From an optimization exercise on the open Yosys and OpenROAD flow, aimed at small area; shortcuts taken in it are not production practice. No functional check of the RTL was part of any run shown here. Power is estimated from default activity; no workload was simulated.

<file path="design/flow/config.mk">
export PLATFORM = sky130hd
export DESIGN_NAME = flc_fine
export DESIGN_NICKNAME = flc_fine
export VERILOG_FILES = /design/flow/design.v
export SDC_FILE = /design/flow/constraint.sdc
export NUM_CORES = 4
export LEC_CHECK = 0
export CAP_MARGIN = 20
export CORE_MARGIN = 2
export CORE_UTILIZATION = 40
export PLACE_DENSITY = 0.6
export SLEW_MARGIN = 20
</file>
<file path="design/flow/constraint.sdc">
create_clock -name core_clock -period 13.0 [get_ports {clk}]
set_input_delay 2.6000 -clock core_clock [delete_from_list [all_inputs] [get_ports {clk}]]
set_output_delay 2.6000 -clock core_clock [all_outputs]
set_load 0.01 [all_outputs]
</file>
<file path="design/flow/design.v">
module flc_fine (
    input  wire               clk,
    input  wire               rst,         
    input  wire               med_en,      
    input  wire [6:0]         r1,          
    input  wire [5:0]         r2,          
    input  wire [6:0]         ntap,        
    input  wire               coef_we,
    input  wire [5:0]         coef_addr,
    input  wire [23:0]        coef_data,   
    input  wire               bit_en,
    input  wire               bit_in,
    output reg                out_valid,
    output reg signed [26:0]  out_data
);
    reg [4:0] phi;
    wire      phi0 = (phi == 5'd0);
    wire      phil = (phi == 5'd19);
    always @(posedge clk)
        phi <= (phil || phi[4] && phi[3]) ? 5'd0 : phi + 5'd1;
    reg pbv, pb, ab;
    reg act, dec, fresh;
    reg [6:0] dec_cnt;
    reg [1:0] warm;
    wire start = phil && pbv;     
    reg [19:0] ri1, ri2, ri3, rc1, rc2, rc3;
    reg        c1, c2, c3, k1, k2, k3;
    wire i1 = fresh ? 1'b0 : ri1[19];
    wire i2 = fresh ? 1'b0 : ri2[19];
    wire i3 = fresh ? 1'b0 : ri3[19];
    wire xb = act && (phi0 || !ab);               
    wire s1 = i1 ^ xb ^ c1;
    wire a2 = act && s1;
    wire s2 = i2 ^ a2 ^ c2;
    wire a3 = act && s2;
    wire s3 = i3 ^ a3 ^ c3;
    wire dact = act && dec;
    wire d1 = (warm == 2'd0) ? 1'b0 : rc1[19];
    wire d2 = (warm == 2'd0) ? 1'b0 : rc2[19];
    wire d3 = (warm == 2'd0) ? 1'b0 : rc3[19];
    wire k1e = phi0 | k1, k2e = phi0 | k2, k3e = phi0 | k3;
    wire y1 = s3 ^ ~d1 ^ k1e;                     
    wire y2 = y1 ^ ~d2 ^ k2e;                     
    wire y3 = y2 ^ ~d3 ^ k3e;                     
    always @(posedge clk) begin
        ri1 <= {ri1[18:0], s1};
        ri2 <= {ri2[18:0], s2};
        ri3 <= {ri3[18:0], s3};
        rc1 <= {rc1[18:0], dact ? s3 : rc1[19]};
        rc2 <= {rc2[18:0], dact ? y1 : rc2[19]};
        rc3 <= {rc3[18:0], dact ? y2 : rc3[19]};
        c1  <= act && !phil && ((i1 & xb) | (i1 & c1) | (xb & c1));
        c2  <= act && !phil && ((i2 & a2) | (i2 & c2) | (a2 & c2));
        c3  <= act && !phil && ((i3 & a3) | (i3 & c3) | (a3 & c3));
        k1  <= (s3 & ~d1) | (s3 & k1e) | (~d1 & k1e);
        k2  <= (y1 & ~d2) | (y1 & k2e) | (~d2 & k2e);
        k3  <= (y2 & ~d3) | (y2 & k3e) | (~d3 & k3e);
    end
    reg [19:0] w0, w1, w2, w3, w4;
    reg        full;
    reg        mact, medp;
    reg [9:0]  f;           
    wire cd0 = y3;
    wire cd1 = full ? w0[19] : y3;
    wire cd2 = full ? w1[19] : y3;
    wire cd3 = full ? w2[19] : y3;
    wire cd4 = full ? w3[19] : y3;
    wire [4:0] cd = {cd4, cd3, cd2, cd1, cd0};
    wire [9:0] pa = {cd3, cd2, cd2, cd1, cd1, cd1, cd0, cd0, cd0, cd0};
    wire [9:0] pbb= {cd4, cd4, cd3, cd4, cd3, cd2, cd4, cd3, cd2, cd1};
    wire [9:0] f_n = ((pa ^ pbb) & (phil ? pbb : pa)) | (~(pa ^ pbb) & (phi0 ? 10'd0 : f));
    always @(posedge clk) begin
        w0 <= {w0[18:0], mact ? cd0 : w0[19]};
        w1 <= {w1[18:0], mact ? cd1 : w1[19]};
        w2 <= {w2[18:0], mact ? cd2 : w2[19]};
        w3 <= {w3[18:0], mact ? cd3 : w3[19]};
        w4 <= {w4[18:0], mact ? cd4 : w4[19]};
        if (mact)
            f <= f_n;
    end
    wire f01 = f[0], f02 = f[1], f03 = f[2], f04 = f[3], f12 = f[4],
         f13 = f[5], f14 = f[6], f23 = f[7], f24 = f[8], f34 = f[9];
    wire [2:0] rk0 = f01 + f02 + f03 + f04;
    wire [2:0] rk1 = !f01 + f12 + f13 + f14;
    wire [2:0] rk2 = !f02 + !f12 + f23 + f24;
    wire [2:0] rk3 = !f03 + !f13 + !f23 + f34;
    wire       mbit = !med_en       ? w0[19] :
                      (rk0 == 3'd2) ? w0[19] :
                      (rk1 == 3'd2) ? w1[19] :
                      (rk2 == 3'd2) ? w2[19] :
                      (rk3 == 3'd2) ? w3[19] : w4[19];
    reg [18:0] m_data;      
    reg        m_valid;
    always @(posedge clk) begin
        if (medp && !phi0)
            m_data <= {mbit, m_data[18:1]};
    end
    always @(posedge clk) begin
        if (rst) begin
            pbv     <= 1'b0;
            act     <= 1'b0;
            fresh   <= 1'b1;
            dec_cnt <= 7'd0;
            warm    <= 2'd0;
            full    <= 1'b0;
            mact    <= 1'b0;
            medp    <= 1'b0;
            m_valid <= 1'b0;
        end else begin
            if (bit_en) begin
                pbv <= 1'b1;
                pb  <= bit_in;
            end else if (start) begin
                pbv <= 1'b0;
            end
            m_valid <= medp && phil;
            if (phil) begin
                act  <= pbv;
                mact <= 1'b0;
                if (act) begin
                    fresh <= 1'b0;
                    if (dec && warm != 2'd2)
                        warm <= warm + 2'd1;
                end
                if (mact)
                    full <= 1'b1;
                if (pbv) begin
                    ab      <= pb;
                    dec     <= (dec_cnt == r1 - 7'd1);
                    mact    <= (dec_cnt == r1 - 7'd1) && (warm == 2'd2 || (act && dec && warm == 2'd1));
                    dec_cnt <= (dec_cnt == r1 - 7'd1) ? 7'd0 : dec_cnt + 7'd1;
                end
            end
            if (phil)
                medp <= mact;
        end
    end
    reg signed [23:0] coef [0:31];
    reg        [18:0] xr [0:63];
    reg        [5:0]  ph;          
    reg        [5:0]  ns;          
    reg               pend;        
    reg        [6:0]  cnt;         
    reg        [5:0]  r2c;
    reg               prep, busy;
    reg        [5:0]  pc;
    reg        [4:0]  cidx;        
    reg               cval;        
    reg signed [49:0] acc;
    wire        hit   = (r2c == r2 - 6'd1);
    wire [5:0]  r2c_n = hit ? 6'd0 : r2c + 6'd1;
    wire        ins   = pend && (ph == ns);
    wire        ins2  = pend && (ph[4:0] == ns[4:0]) && (ph[5] != ns[5]);
    wire [18:0] xport = (ins || m_valid) ? m_data : xr[63];
    always @(posedge clk) begin
        if (coef_we && !coef_addr[5])
            coef[coef_addr[4:0]] <= coef_data;
    end
    integer h;
    always @(posedge clk) begin
        xr[0] <= ins ? m_data : xr[63];
        for (h = 1; h < 64; h = h + 1)
            xr[h] <= xr[h-1];
        if (ins2)
            xr[32] <= m_data;
    end
    wire [5:0] ager   = ns - (ph + 6'd1);
    wire [6:0] agem   = {1'b0, ager} + 7'd1;
    wire       val_n  = (agem < ntap) && ({1'b0, ager} < cnt);
    wire [6:0] mir    = ntap - 7'd1 - agem;
    wire [4:0] cidx_n = ({agem, 1'b0} < {1'b0, ntap}) ? agem[4:0] : mir[4:0];
    wire               tv   = m_valid ? hit : cval;
    wire        [4:0]  ci   = m_valid ? 5'd0 : cidx;
    wire signed [19:0] xm   = tv ? {xport, r1[0]} : 20'sd0;
    wire signed [43:0] prod = coef[ci] * xm;
    wire signed [49:0] acc_n = (prep ? 50'sd0 : acc) + {{6{prod[43]}}, prod};
    always @(posedge clk) begin
        ph   <= ph + 6'd1;
        cidx <= cidx_n;
        cval <= val_n && (prep || (busy && pc != 6'd0));
        if (rst) begin
            pend      <= 1'b0;
            cnt       <= 7'd0;
            r2c       <= 6'd0;
            prep      <= 1'b0;
            busy      <= 1'b0;
            pc        <= 6'd0;
            acc       <= 50'sd0;
            out_valid <= 1'b0;
        end else begin
            acc       <= acc_n;
            out_valid <= m_valid && hit;
            prep      <= m_valid && (r2c_n == r2 - 6'd1);
            if (ins || ins2)
                pend <= 1'b0;
            if (m_valid) begin
                ns   <= ns + 6'd1;
                pend <= 1'b1;
                r2c  <= r2c_n;
                if (!cnt[6])
                    cnt <= cnt + 7'd1;
            end
            if (prep) begin
                busy <= 1'b1;
                pc   <= 6'd63;
            end else if (busy) begin
                pc <= pc - 6'd1;
                if (pc == 6'd0)
                    busy <= 1'b0;
            end
        end
    end
    always @(*) out_data = acc[49:23];
endmodule
</file>
<file path="design/flow/run.sh">
#!/bin/bash
# synth_recipe.tcl (not shown) runs the flow's synth.tcl, then flattens the netlist and writes it again
# the make line also repeats each setting of config.mk as NAME=value (left out here)
make -C /OpenROAD-flow-scripts/flow DESIGN_CONFIG=/design/flow/config.mk WORK_HOME=/design/flow/orfs CLKGATE_MAP_FILE= SYNTH_SCRIPT=/design/flow/synth_recipe.tcl finish
</file>
==> metrics.md, run 1 <==
| Metric | Value |
|---|---|
| Status | `timing/DRC/antenna clean` |
| Synth Net Count | `7,029` |
| CTS Hold Buffers Added | `0` |
| Ys Warns | `2` |
| Peak fanout along the critical path | `17` |
| Slew headroom | `0.266` |
| TritonCTS clock tree | `built` |
| I/O Buffers | `83` |
| Leakage | `41.0 nW` |
| Hold-critical path endpoint | `xr[29][5]` |
| Seq/Total Area, Yosys | `0.633` |
| GRT Util Overall | `0.168` |
| Die ar. | `222,000 um2` |
| DRT Wirelength | `185,000 um` |
| Max rail drop VDD | `0.000158 V` |
| Worst reg2reg path startpoint | `m_valid` |
| FF-to-FF End | `acc[49]` |
| Critical path type | `in2reg` |
| Biggest register | `xr` |
| Slew Limit Fails | `0` |
| Syn avg cell area | `13.9 um2` |
| DRT iter0 DRCs | `3,134` |
| Area Growth Syn to Fin | `16.8%` |
| Slowest cell on the critical path | `fa_2` |
| Initial Util | `0.402` |
| Final hold violations | `0` |
| Routed Antenna Nets | `0` |
| Crit start category | `input port` |
| Final Worst Setup Slack | `0.441 ns` |
| Mapped Cells | `6,256` |
| Die extent in x | `471 um` |
| Grt ovf | `0` |
| Post-synth EDFFs | `806` |
| TritonRoute pass-1 iters | `5` |
| Setup violations, final | `0` |
| Layout Cells excl Fill | `9,763` |
| Drt drc | `0` |
| H-Tree Depth | `4` |
| Dpl ws | `-1.39 ns` |
| Yosys reg bits | `2,354` |
| FF-to-FF path depth | `43` |
| Worst min path class | `reg2reg` |
| Num rows | `171` |
| Die Ht | `471 um` |
| Worst EP required | `13.76 ns` |
| CTS buffer count | `212` |
| Final worst-path cycle share | `0.966` |
| # clock sinks | `2,354` |
| Drt wl/cell | `19.0 um` |
| Final Power | `14.4 mW` |
| Synth unique cells | `72` |
| Clk buf depth | `3` |
| Slew @ Worst Pin | `1.10 ns` |
| Top_reg_cell synth | `dfxtp_1` |
| Minimum clock period | `12.56 ns` |
| Clock transition at path regs | `0.06 ns` |
| Fraction of layout cells with a size suffix above 1 | `0.172` |
| DPL Wire Length | `124,000 um` |
| Via count of the first global-routing pass | `48,200` |
| Largest net degree at the start of global routing | `108` |
| Clock skew | `0.0634 ns` |
| Cell Area, Synth | `87,200 um2` |
| Insertion delay to the later sink of the worst-skew pair | `0.84 ns` |
| Min-Delay Startpoint | `xr[28][5]` |
| Async SR Flop Fraction | `0` |
| Global-route wire length before repair | `287,000 um` |
| Ports | `84` |
| Worst path arrival time | `13.32 ns` |
| CTS root buf | `clkbuf_16` |
| FF-to-FF setup slack | `0.68 ns` |
| Max-Cap Viols | `0` |
| Vias/cell | `4.79` |
| Hold Path Depth | `0` |
| Antenna violations before repair | `13` |
| PD cells | `142 nW/um2` |
| Placed Cells incl. Taps | `9,350` |
| Max stage delay on crit path | `0.60 ns` |
| Fin util | `0.469` |
| F_max | `79.6 MHz` |
| Core area | `217,000 um2` |
| CP most frequent cell | `fa_1` |
| Vias | `46,700` |
| Nets | `7,500` |
| Max reg flops | `1,216` |
| Crit. End Element | `register` |
| RD Place Congestion | `0.875` |
worst max-delay path: cells and delay by family:
kind / cells / cell delay, ns
buf+inv: 8 / 1.51
mux: 1 / 0.19
compound gates: 10 / 2.02
xor+xnor: 3 / 0.45
simple gates: 15 / 2.33
fa+ha+maj: 9 / 4.19
final cells by class:
type | count | area, um2
antenna | 7 | 17.5
clock buffer | 287 | 6160
clock inverter | 102 | 1090
fill | 18900 | 115000
inverter | 651 | 2440
multi-input combinational | 2981 | 29000
sequential | 2354 | 55200
tap | 2854 | 3570
timing repair buffer | 527 | 4310
metrics by stage:
stage | hold WS, ns | area (um2) | setup TNS, ns
6_report | 0.294 | 102000 | 0
2_1_floorplan | 0.310 | 87200 | 0
3_5_place_dp | 0.312 | 94100 | -20.11
3_3_place_gp | 0.310 | 94100 | -14.45
5_1_grt | 0.294 | 102000 | -0.103
4_1_cts | 0.289 | 101000 | 0
routing by layer:
layer  vias to the layer above  part of all wire  global-route usage
li1                      21900                 -                   -
met1                     23400              0.46               0.230
met2                      1130              0.47               0.274
met3                       288             0.050              0.0266
met4                         2             0.025              0.0487
met5                         -          0.000070                   0
kinds of logic (layout without fill, tap and decap cells):
group           Yosys count  in the layout  synth area share
mux                     315            317            0.0521
flops                  2354           2354             0.633
xor+xnor                168            168            0.0171
compound gates          586            586            0.0462
buf+inv                 923           1567            0.0412
other cells               0              7                 0
simple gates           1192           1192            0.0640
fa+ha+maj               718            718             0.146
worst max path at each step:
stage	from	end	slack, ns	cells after the start
global route	r2[4]	acc[49]	-0.09	48
CTS	r2[0]	acc[49]	0.001	52
detailed placement	r2[0]	acc[49]	-1.39	49
finish	r2[4]	acc[49]	0.44	46
floorplan	r2[0]	acc[48]	0.03	49
global placement	r2[0]	acc[48]	-1.06	51
synth_stat cells (48+ instances only):
library cell / count / area, um2
nor2_1: 329 / 1230
fa_1: 505 / 10100
nand2_1: 374 / 1400
mux2i_1: 87 / 871
mux2_2: 130 / 1460
edfxtp_1: 806 / 24200
o221ai_1: 48 / 420
nor2b_1: 154 / 963
a211oi_1: 152 / 1140
xnor2_1: 102 / 893
o21ai_0: 82 / 410
dfxtp_1: 1548 / 31000
and2_1: 73 / 457
clkbuf_1: 189 / 709
ha_1: 212 / 2650
mux4_2: 98 / 2210
nor3_1: 55 / 275
xor2_1: 64 / 561
inv_1: 651 / 2440
a21oi_1: 127 / 636
nand3_1: 76 / 380
what timing repair did:
item	4_1_cts	5_1_grt
hold endpoints to repair	0	0
endpoints found under the setup margin	16	18
pin swaps	3	24
cloned	2	1
buffers inserted	3	11
gates resized for setup	24	70
layout by cell type (no fill, tap or decap), types with 120 or more instances in the layout:
cell / count
dfxtp_1: 1545
edfxtp_1: 806
inv_1: 650
fa_1: 501
buf_4: 424
nand2_1: 374
nor2_1: 283
clkbuf_16: 226
ha_1: 210
a211oi_1: 150
nor2b_1: 148
mux2_2: 130
a21oi_1: 120
report_power, final:
group / internal [mW] / total, mW / switching (mW)
Clock: 3.60 / 6.28 / 2.68
Sequential: 7.62 / 7.62 / 0.00528
Combinational: 0.158 / 0.501 / 0.343
==> inputs of run 2 (changes only) <==
==> design/flow/design.v (replaced) <==
module flc_fine (
    input  wire               clk,
    input  wire               rst,         
    input  wire               med_en,      
    input  wire [6:0]         r1,          
    input  wire [5:0]         r2,          
    input  wire [6:0]         ntap,        
    input  wire               coef_we,
    input  wire [5:0]         coef_addr,
    input  wire [23:0]        coef_data,   
    input  wire               bit_en,
    input  wire               bit_in,
    output reg                out_valid,
    output reg signed [26:0]  out_data
);
    reg signed [19:0] int1, int2, int3;
    reg signed [19:0] comb1_d, comb2_d, comb3_d;
    reg        [6:0]  dec_cnt;
    reg        [1:0]  warm;         
    reg               s_valid;
    reg signed [19:0] s_data;
    wire signed [19:0] x_in  = bit_in ? 20'sd1 : -20'sd1;
    wire signed [19:0] int1_n = int1 + x_in;
    wire signed [19:0] int2_n = int2 + int1_n;
    wire signed [19:0] int3_n = int3 + int2_n;
    wire signed [19:0] comb1 = int3_n - comb1_d;
    wire signed [19:0] comb2 = comb1 - comb2_d;
    wire signed [19:0] comb3 = comb2 - comb3_d;
    wire               dec_tick = bit_en && (dec_cnt == r1 - 7'd1);
    always @(posedge clk) begin
        if (rst) begin
            int1 <= 0; int2 <= 0; int3 <= 0;
            comb1_d <= 0; comb2_d <= 0; comb3_d <= 0;
            dec_cnt <= 0;
            warm    <= 0;
            s_valid <= 1'b0;
            s_data  <= 0;
        end else begin
            s_valid <= 1'b0;
            if (bit_en) begin
                int1 <= int1_n;
                int2 <= int2_n;
                int3 <= int3_n;
                if (dec_tick) begin
                    dec_cnt <= 0;
                    comb1_d <= int3_n;
                    comb2_d <= comb1;
                    comb3_d <= comb2;
                    if (warm == 2'd2) begin
                        s_valid <= 1'b1;
                        s_data  <= comb3;
                    end else begin
                        warm <= warm + 2'd1;
                    end
                end else begin
                    dec_cnt <= dec_cnt + 7'd1;
                end
            end
        end
    end
    reg signed [19:0] win [0:3];    
    reg               win_full;
    reg               m_valid;
    reg signed [19:0] m_data;
    wire signed [19:0] cand [0:4];
    assign cand[0] = s_data;
    assign cand[1] = win_full ? win[0] : s_data;
    assign cand[2] = win_full ? win[1] : s_data;
    assign cand[3] = win_full ? win[2] : s_data;
    assign cand[4] = win_full ? win[3] : s_data;
    reg        [2:0]  rank [0:4];
    reg signed [19:0] median;
    integer a, b;
    always @(*) begin
        median = cand[0];
        for (a = 0; a < 5; a = a + 1) begin
            rank[a] = 3'd0;
            for (b = 0; b < 5; b = b + 1)
                if (b != a && (cand[b] < cand[a] || (cand[b] == cand[a] && b < a)))
                    rank[a] = rank[a] + 3'd1;
        end
        for (a = 0; a < 5; a = a + 1)
            if (rank[a] == 3'd2)
                median = cand[a];
    end
    integer w;
    always @(posedge clk) begin
        if (rst) begin
            win_full <= 1'b0;
            m_valid  <= 1'b0;
            m_data   <= 0;
            for (w = 0; w < 4; w = w + 1)
                win[w] <= 0;
        end else begin
            m_valid <= s_valid;
            if (s_valid) begin
                m_data   <= med_en ? median : s_data;
                win_full <= 1'b1;
                win[0]   <= s_data;
                win[1]   <= cand[1];
                win[2]   <= cand[2];
                win[3]   <= cand[3];
            end
        end
    end
    reg signed [23:0] coef [0:63];
    reg signed [19:0] hist [0:63];    
    reg        [5:0]  r2_cnt;
    reg               busy;
    reg        [5:0]  tap;
    reg signed [49:0] acc;
    wire signed [43:0] prod    = coef[tap] * hist[tap];
    wire signed [49:0] acc_n   = acc + {{6{prod[43]}}, prod};
    wire               last_tap = ({1'b0, tap} == ntap - 7'd1);
    always @(posedge clk) begin
        if (coef_we)
            coef[coef_addr] <= coef_data;
    end
    integer h;
    always @(posedge clk) begin
        if (rst) begin
            for (h = 0; h < 64; h = h + 1)
                hist[h] <= 0;
            r2_cnt    <= 0;
            busy      <= 1'b0;
            tap       <= 0;
            acc       <= 0;
            out_valid <= 1'b0;
            out_data  <= 0;
        end else begin
            out_valid <= 1'b0;
            if (m_valid) begin
                hist[0] <= m_data;
                for (h = 1; h < 64; h = h + 1)
                    hist[h] <= hist[h-1];
                if (r2_cnt == r2 - 6'd1) begin
                    r2_cnt <= 0;
                    busy   <= 1'b1;
                    tap    <= 0;
                    acc    <= 0;
                end else begin
                    r2_cnt <= r2_cnt + 6'd1;
                end
            end else if (busy) begin
                acc <= acc_n;
                tap <= tap + 6'd1;
                if (last_tap) begin
                    busy      <= 1'b0;
                    out_valid <= 1'b1;
                    out_data  <= acc_n[49:23];
                end
            end
        end
    end
endmodule
==> metrics.md, run 2 <==
| Metric | Value |
|---|---|
| Max-Cap Viols | `0` |
| Layout Cells excl Fill | `18,000` |
| Worst EP required | `13.78 ns` |
| Slew headroom | `0.228` |
| CTS root buf | `clkbuf_16` |
| Syn avg cell area | `12.1 um2` |
| Slowest cell on the critical path | `fa_1` |
| Clk buf depth | `4` |
| FF-to-FF path depth | `41` |
| Via count of the first global-routing pass | `99,600` |
| Synth unique cells | `87` |
| Num rows | `228` |
| DRT iter0 DRCs | `11,400` |
| Slew @ Worst Pin | `1.16 ns` |
| GRT Util Overall | `0.229` |
| Worst reg2reg path startpoint | `tap[3]` |
| Net Sw Frac | `0.331` |
| P_sw | `10.5 mW` |
| CP most frequent cell | `fa_1` |
| Worst min path class | `reg2reg` |
| RSZ-0062 raised after global routing | `no` |
| FF-to-FF setup slack | `0.53 ns` |
| Die Ht | `625 um` |
| Area leader, netlist | `edfxtp_1` |
| Largest net degree at the start of global routing | `203` |
| Global-route wire length before repair | `673,000 um` |
| Antenna violations before repair | `23` |
| M1 WL | `197,000 um` |
| Crit start category | `register` |
| PD cells | `182 nW/um2` |
| Clock skew | `0.0950 ns` |
| Fill count | `34,900` |
| Ports | `84` |
| Final hold violations | `0` |
| Leakage | `61.6 nW` |
| Top_reg_cell synth | `dfxtp_1` |
| Post-synthesis adder-cell area fraction | `0.105` |
| Yosys reg bits | `3,165` |
| WHS | `0.462 ns` |
| Post-synth top cells | `nor2_1, dfxtp_1, edfxtp_1` |
| Compound-Gate Fraction of Synth Area | `0.0742` |
| Post-synthesis mux area share | `0.168` |
| Seq pwr share | `0.333` |
| Status | `timing/DRC/antenna clean` |
| Hold-critical path endpoint | `comb3_d[18]` |
| Final setup TNS | `0 ns` |
| Drt drc | `0` |
| Max rail drop VDD | `0.000923 V` |
| Drt wl/cell | `25.5 um` |
| FF-to-FF End | `out_data[23]` |
| TritonRoute pass-1 iters | `6` |
| Core area | `385,000 um2` |
| Clock transition at path regs | `0.06 ns` |
| Hold Path Depth | `2` |
| Clock share of power | `0.308` |
| Fraction of layout cells with a size suffix above 1 | `0.124` |
| Critical path type | `reg2reg` |
| Crit. End Element | `register` |
| DRT Wirelength | `460,000 um` |
| Largest family of logic cells by synthesized area | `multiplexers` |
| Met3 WL post-DR | `37,700 um` |
| Vias/cell | `5.66` |
| Max Used Layer | `met5` |
| Min-Delay Startpoint | `comb3_d[18]` |
| Die extent in x | `625 um` |
| Biggest register | `coef` |
| CTS buffer count | `340` |
| Synth Net Count | `13,800` |
| Slew Limit Fails | `0` |
| Vias | `102,000` |
| H-Tree Depth | `5` |
| Combinational share of power | `0.359` |
| Crit path buf inv count | `7` |
| Placed Cells incl. Taps | `17,400` |
| Grt ovf | `0` |
| Die ar. | `391,000 um2` |
| Cell Area, Synth | `154,000 um2` |
| Top cells by area, synth | `edfxtp_1, dfxtp_1, mux2i_1, mux4_2, fa_1` |
| I/O Buffers | `83` |
| XOR/XNOR Fraction of Synth Area | `0.0128` |
| Insertion delay to the later sink of the worst-skew pair | `0.96 ns` |
| F_max | `80.2 MHz` |
| WL met2 | `208,000 um` |
| # clock sinks | `3,165` |
| Leading cell types in the layout, fill and taps excluded | `nor2_1, dfxtp_1, edfxtp_1, mux2i_1, inv_1` |
| Area Growth Syn to Fin | `13.0%` |
| TritonCTS clock tree | `built` |
| Internal power | `21.2 mW` |
| Mapped Cells | `12,700` |
| Share of the synthesized area in the top cell type | `0.299` |
| Commonest non-fill, non-tap cell in the layout | `nor2_1` |
| Simple-gate share of the synthesized area | `0.0908` |
| Initial Util | `0.401` |
| Kind of cell adding the most delay to the critical path | `adder cells` |
| DPL Wire Length | `289,000 um` |
| Minimum clock period | `12.47 ns` |
| Async SR Flop Fraction | `0` |
| Worst path arrival time | `13.25 ns` |
| Nets | `13,800` |
| Peak fanout along the critical path | `12` |
| Post-synth EDFFs | `1,536` |
| Max reg flops | `1,536` |
| Setup violations, final | `0` |
| Max stage delay on crit path | `0.58 ns` |
| Count leader, synth | `nor2_1` |
| RD Place Congestion | `0.865` |
| Routed Antenna Nets | `0` |
| Final worst-path cycle share | `0.959` |
| Seq/Total Area, Yosys | `0.510` |
| Ys Warns | `4` |
==> run 2: cell count changes after synthesis, sizes merged, moves of 223 or more <==
cell	before	now
nor2	329	1835
mux2i	87	1455
edfxtp	806	1536
mux4	98	504
clkbuf	189	562
a22oi	5	361
ha	212	499
a21oi	128	351
==> run 2: repair_timing <==
action,in CTS,in global routing
setup endpoints to repair,0,11
hold buffers,0,0
setup buffers,0,20
hold endpoints to repair,0,0
gates resized for setup,0,35
==> run 2: cell families after synthesis <==
family,count (synthesis)
XOR/XNOR,223
AND/OR/NAND/NOR,3186
AO/OA/AOI/OAI,1614
flip-flops,3165
multiplexers,1960
buffers and inverters,1567
adder cells (fa/ha/maj),999
==> run 2: final cells by class <==
| type | instances | area (um2) | area share |
|---|---|---|---|
| clock inverter | 166 | 1740 | 0.00997 |
| antenna | 10 | 25.0 | 0.000143 |
| timing repair buffer | 417 | 4100 | 0.0235 |
| sequential | 3165 | 78800 | 0.452 |
| multi-input combinational | 7984 | 71000 | 0.407 |
| inverter | 788 | 2960 | 0.0170 |
| tap | 5060 | 6330 | 0.0363 |
| clock buffer | 459 | 9510 | 0.0545 |
==> run 2: worst reg2reg max path: cells and delay by family, from the launching register on <==
| family | cells | cell delay (ns) |
|---|---|---|
| buffers and inverters | 7 | 1.25 |
| adder cells (fa/ha/maj) | 9 | 4.18 |
| flip-flops | 1 | 0.39 |
| AND/OR/NAND/NOR | 16 | 4.14 |
| AO/OA/AOI/OAI | 9 | 2.31 |
==> run 2: metal layers <==
metal / up-vias / GRT usage
met3: 872 / 0.0395
met5: - / 0
met1: 51300 / 0.320
li1: 46000 / -
met2: 4043 / 0.361
met4: 6 / 0.0790
==> run 2: how the worst max path moves through the flow <==
stage              from           end  slack, ns  depth (start not counted)
2_1_floorplan  register       acc[49]       1.44                         48
3_3_place_gp     tap[4]  out_data[23]       0.46                         42
3_5_place_dp     tap[4]  out_data[23]       0.39                         42
4_1_cts          tap[2]       acc[49]       0.33                         47
5_1_grt          tap[0]       acc[49]      0.008                         49
6_report         tap[3]  out_data[23]       0.53                         41
==> run 2: power by group through the flow <==
stage,logic [mW],registers (mW),clock network [mW]
3_5_place_dp,11.4,10.8,0
2_1_floorplan,9.30,10.8,0
5_1_grt,13.0,10.6,10.3
6_report,11.4,10.6,9.79
3_3_place_gp,11.4,10.8,0
4_1_cts,11.5,10.6,9.94
==> run 2: per-stage QoR <==
| stage | setup slack [ns] | utilization | area [um2] | total power [mW] |
|---|---|---|---|---|
| 3_3_place_gp | 0.463 | 0.422 | 162000 | 22.2 |
| 5_1_grt | 0.00831 | 0.453 | 174000 | 33.9 |
| 4_1_cts | 0.327 | 0.452 | 174000 | 32.0 |
| 6_report | 0.533 | 0.453 | 174000 | 31.8 |
| 2_1_floorplan | 1.44 | - | 154000 | 20.1 |
| 3_5_place_dp | 0.390 | 0.422 | 163000 | 22.2 |
==> inputs of run 3 (changes only) <==
--- a/design/flow/design.v
+++ b/design/flow/design.v
@@ -105,14 +105,19 @@
     end
-    reg signed [23:0] coef [0:63];
-    reg signed [19:0] hist [0:63];    
+    reg signed [23:0] coef [0:31];
+    reg signed [19:0] xr [0:63];
+    reg        [5:0]  ph;          
+    reg        [5:0]  ns;          
+    reg               pend;        
+    reg        [6:0]  cnt;         
     reg        [5:0]  r2_cnt;
-    reg               busy;
-    reg        [5:0]  tap;
+    reg               prep, busy;
+    reg        [5:0]  pc;
+    reg        [4:0]  cidx;        
+    reg               cval;        
     reg signed [49:0] acc;
-    wire signed [43:0] prod    = coef[tap] * hist[tap];
-    wire signed [49:0] acc_n   = acc + {{6{prod[43]}}, prod};
-    wire               last_tap = ({1'b0, tap} == ntap - 7'd1);
+    wire               ins   = pend && (ph == ns);
+    wire signed [19:0] xport = ins ? m_data : xr[63];
     always @(posedge clk) begin
-        if (coef_we)
-            coef[coef_addr] <= coef_data;
+        if (coef_we && !coef_addr[5])
+            coef[coef_addr[4:0]] <= coef_data;
     end
@@ -120,22 +125,40 @@
     always @(posedge clk) begin
+        xr[0] <= xport;
+        for (h = 1; h < 64; h = h + 1)
+            xr[h] <= xr[h-1];
+    end
+    wire [5:0] age_n  = ns - (ph + 6'd1);
+    wire [6:0] age7   = {1'b0, age_n};
+    wire       val_n  = (age7 < ntap) && (age7 < cnt);
+    wire [6:0] mir    = ntap - 7'd1 - age7;
+    wire [4:0] cidx_n = ({age7, 1'b0} < {1'b0, ntap}) ? age_n[4:0] : mir[4:0];
+    wire signed [19:0] xm   = cval ? xport : 20'sd0;
+    wire signed [43:0] prod = coef[cidx] * xm;
+    wire signed [49:0] acc_n = (busy ? acc : 50'sd0) + {{6{prod[43]}}, prod};
+    always @(posedge clk) begin
+        ph   <= ph + 6'd1;
+        cidx <= cidx_n;
+        cval <= val_n && (prep || (busy && pc != 6'd0));
+        acc  <= acc_n;
         if (rst) begin
-            for (h = 0; h < 64; h = h + 1)
-                hist[h] <= 0;
-            r2_cnt    <= 0;
+            pend      <= 1'b0;
+            cnt       <= 7'd0;
+            r2_cnt    <= 6'd0;
+            prep      <= 1'b0;
             busy      <= 1'b0;
-            tap       <= 0;
-            acc       <= 0;
+            pc        <= 6'd0;
             out_valid <= 1'b0;
-            out_data  <= 0;
         end else begin
             out_valid <= 1'b0;
+            prep      <= 1'b0;
+            if (ins)
+                pend <= 1'b0;
             if (m_valid) begin
-                hist[0] <= m_data;
-                for (h = 1; h < 64; h = h + 1)
-                    hist[h] <= hist[h-1];
+                ns   <= ns + 6'd1;
+                pend <= 1'b1;
+                if (!cnt[6])
+                    cnt <= cnt + 7'd1;
                 if (r2_cnt == r2 - 6'd1) begin
-                    r2_cnt <= 0;
-                    busy   <= 1'b1;
-                    tap    <= 0;
-                    acc    <= 0;
+                    r2_cnt <= 6'd0;
+                    prep   <= 1'b1;
                 end else begin
@@ -143,9 +166,11 @@
                 end
+            end
+            if (prep) begin
+                busy <= 1'b1;
+                pc   <= 6'd63;
             end else if (busy) begin
-                acc <= acc_n;
-                tap <= tap + 6'd1;
-                if (last_tap) begin
+                pc <= pc - 6'd1;
+                if (pc == 6'd0) begin
                     busy      <= 1'b0;
                     out_valid <= 1'b1;
-                    out_data  <= acc_n[49:23];
                 end
@@ -154,2 +179,3 @@
     end
+    always @(*) out_data = acc[49:23];
 endmodule
==> metrics.md, run 3 <==
| Metric | Value |
|---|---|
| CTS Hold Buffers Added | `0` |
| H-Tree Depth | `4` |
| Critical path type | `reg2reg` |
| Worst EP required | `13.77 ns` |
| FF-to-FF End | `acc[49]` |
| Clk buf depth | `3` |
| Top cells by area, synth | `dfxtp_1, edfxtp_1, fa_1, ha_1, mux4_2` |
| CTS buffer count | `231` |
| Async SR Flop Fraction | `0` |
| Drt wl/cell | `19.4 um` |
| Core area | `248,000 um2` |
| WHS | `0.270 ns` |
| Leading cell types in the layout, fill and taps excluded | `dfxtp_1, inv_1, edfxtp_1, nand2_1, ha_1` |
| RSZ-0062 raised after global routing | `no` |
| CTS root buf | `clkbuf_16` |
| TritonRoute pass-1 iters | `5` |
| Seq/Total Area, Yosys | `0.558` |
| RD Place Congestion | `0.868` |
| Fraction of layout cells with a size suffix above 1 | `0.107` |
| Status | `timing/DRC/antenna clean` |
| Die ar. | `253,000 um2` |
| Syn avg cell area | `12.7 um2` |
| Peak fanout along the critical path | `49` |
| DPL Wire Length | `152,000 um` |
| DRT iter0 DRCs | `4,187` |
| Slew headroom | `0.224` |
| Largest net degree at the start of global routing | `79` |
| Min-Delay Startpoint | `xr[0][6]` |
| Setup violations, final | `0` |
| Hold Path Depth | `0` |
| # clock sinks | `2,391` |
| FF-to-FF setup slack | `0.83 ns` |
| Biggest register | `xr` |
| Cell Area, Synth | `99,700 um2` |
| Die extent in x | `503 um` |
| Post-synth top cells | `dfxtp_1, inv_1, edfxtp_1` |
| Antenna violations before repair | `12` |
| I/O Buffers | `83` |
| Max stage delay on crit path | `0.68 ns` |
| Grt ovf | `0` |
| Vias | `57,500` |
| Top_reg_cell synth | `dfxtp_1` |
| Commonest non-fill, non-tap cell in the layout | `dfxtp_1` |
| GRT Util Overall | `0.178` |
| Nets | `9,062` |
| CP most frequent cell | `fa_1` |
| Clock skew | `0.103 ns` |
| Yosys reg bits | `2,391` |
| F_max | `82.2 MHz` |
| Count leader, synth | `dfxtp_1` |
| Ports | `84` |
| Slew @ Worst Pin | `1.16 ns` |
| Initial Util | `0.402` |
| Global-route wire length before repair | `346,000 um` |
| Synth Net Count | `8,904` |
| Max-Cap Viols | `0` |
| Max rail drop VDD | `0.00119 V` |
| Area leader, netlist | `dfxtp_1` |
| Worst path arrival time | `12.94 ns` |
| Num rows | `183` |
| Vias/cell | `4.99` |
| Crit start category | `register` |
| Ys Warns | `4` |
| Postcts setup bufs | `0` |
| Leakage | `46.0 nW` |
| Via count of the first global-routing pass | `58,900` |
| Mapped Cells | `7,824` |
| PD cells | `238 nW/um2` |
| Insertion delay to the later sink of the worst-skew pair | `0.89 ns` |
| Minimum clock period | `12.17 ns` |
| DRT Wirelength | `223,000 um` |
| Share of the synthesized area in the top cell type | `0.325` |
| Final worst-path cycle share | `0.936` |
| Area Growth Syn to Fin | `12.9%` |
| Synth unique cells | `83` |
| TritonCTS clock tree | `built` |
| Clock transition at path regs | `0.07 ns` |
| Max reg flops | `1,280` |
| Worst min path class | `reg2reg` |
| FF-to-FF path depth | `44` |
| Slew Limit Fails | `0` |
| Final hold violations | `0` |
| Final setup TNS | `0 ns` |
| Slowest cell on the critical path | `dfxtp_4` |
| Crit. End Element | `register` |
| Cts repair resizes | `0` |
| Hold-critical path endpoint | `xr[1][6]` |
| Post-synth EDFFs | `774` |
| Die Ht | `503 um` |
| Drt drc | `0` |
| Routed Antenna Nets | `0` |
run 3: cell types whose count changed in the layout (fill, tap and decap cells not counted), sizes merged, moves of 80 or more:
cell | previous run | this run
nor2 | 1835 | 525
and2 | 204 | 124
nand2 | 453 | 537
mux4 | 504 | 241
clkbuf | 459 | 311
a221oi | 138 | 20
buf | 360 | 136
a22o | 135 | 0
a22oi | 361 | 4
nand4 | 193 | 66
mux2i | 1455 | 107
edfxtp | 1536 | 774
run 3: worst max-delay path by stage:
| stage | to | slack [ns] | cells after the start |
|---|---|---|---|
| after detailed placement | acc[49] | 0.86 | 44 |
| after CTS | acc[49] | 0.84 | 44 |
| after global placement | acc[48] | 1.03 | 44 |
| after floorplan | acc[49] | 1.57 | 45 |
| final | acc[49] | 0.83 | 44 |
| after global routing | acc[49] | 0.06 | 44 |
run 3: power breakdown:
part / internal [mW] / total [mW] / switching (mW)
registers: 7.78 / 7.84 / 0.0555
logic: 5.41 / 12.2 / 6.83
clock network: 3.85 / 6.77 / 2.92
run 3: logic make-up (layout without fill, tap and decap cells):
kind of cell | after synthesis | count (layout) | synth area share
flops | 2391 | 2391 | 0.558
simple gates | 1681 | 1681 | 0.0787
buf+inv | 1121 | 1477 | 0.0435
fa+ha+maj | 1024 | 1024 | 0.166
compound gates | 976 | 976 | 0.0633
mux | 374 | 374 | 0.0681
xor+xnor | 257 | 257 | 0.0226
other cells | 0 | 2 | 0
run 3: final cells by class:
type	count	area (um2)
fill	22300	136000
sequential	2391	55600
multi-input combinational	4312	39900
clock buffer	310	6460
tap	3330	4170
inverter	836	3140
timing repair buffer	210	1860
clock inverter	121	1440
antenna	2	5.00
run 3: stage by stage:
stage / util / cells / power (mW) / setup slack (ns) / instance area, um2
after floorplan: - / 7824 / 18.0 / 1.57 / 99700
after global placement: 0.422 / 11100 / 20.0 / 1.03 / 105000
after CTS: 0.454 / 11500 / 27.1 / 0.839 / 113000
after detailed placement: 0.422 / 11100 / 20.1 / 0.861 / 105000
after global routing: 0.454 / 11500 / 29.0 / 0.0629 / 113000
final: 0.454 / 11500 / 26.8 / 0.831 / 113000
run 3: routing by layer:
layer / wire length [um] / share of wire / global-route usage
met5: 48 / 0.00021 / 0
met2: 107000 / 0.48 / 0.296
met1: 96800 / 0.43 / 0.234
met3: 12100 / 0.054 / 0.0307
met4: 7380 / 0.033 / 0.0603
run 3: worst max-delay path: cells and delay by family, from the launching register on:
kind            cells  cell delay, ns
compound gates     18            3.32
mux                 3            1.55
simple gates        7            1.34
flops               1            0.68
fa+ha+maj           9            4.20
xor+xnor            2            0.30
buf+inv             5            0.64

-- afterwards: timing with drivers on the ports --
The flow's constraints put no driver on any port. The routed layouts listed below were extracted and timed again, unchanged, in two steps.
Step 1 (the two cells are an assumption about what drives the block):
set clk [get_ports {clk}]
set_driving_cell -lib_cell sky130_fd_sc_hd__clkbuf_16 $clk
set_driving_cell -lib_cell sky130_fd_sc_hd__buf_2 [delete_from_list [all_inputs] $clk]
Step 2 moves the port delays by t, midway between the first and last clock arrival at a register: inputs arrive t later, outputs are due t later. That takes back most of the time a late clock gives input paths.
Slacks: ideal / step 1 / step 2; pairs: ideal / step 1.
run	t (ns)	setup slack, ns	pins driven straight from the clock port
run 1	0.904	0.441 / 0.507 / -0.397	1
run 2	1.020	0.533 / 0.533 / 0.533	1
run 3	0.939	0.831 / 0.831 / 0.831	1
Met with ideal ports but missed after step 2: setup timing in run 1. For run 1, which loses most, drivers alone change the setup slack by +0.066 ns; drivers and shift together by -0.838 ns.
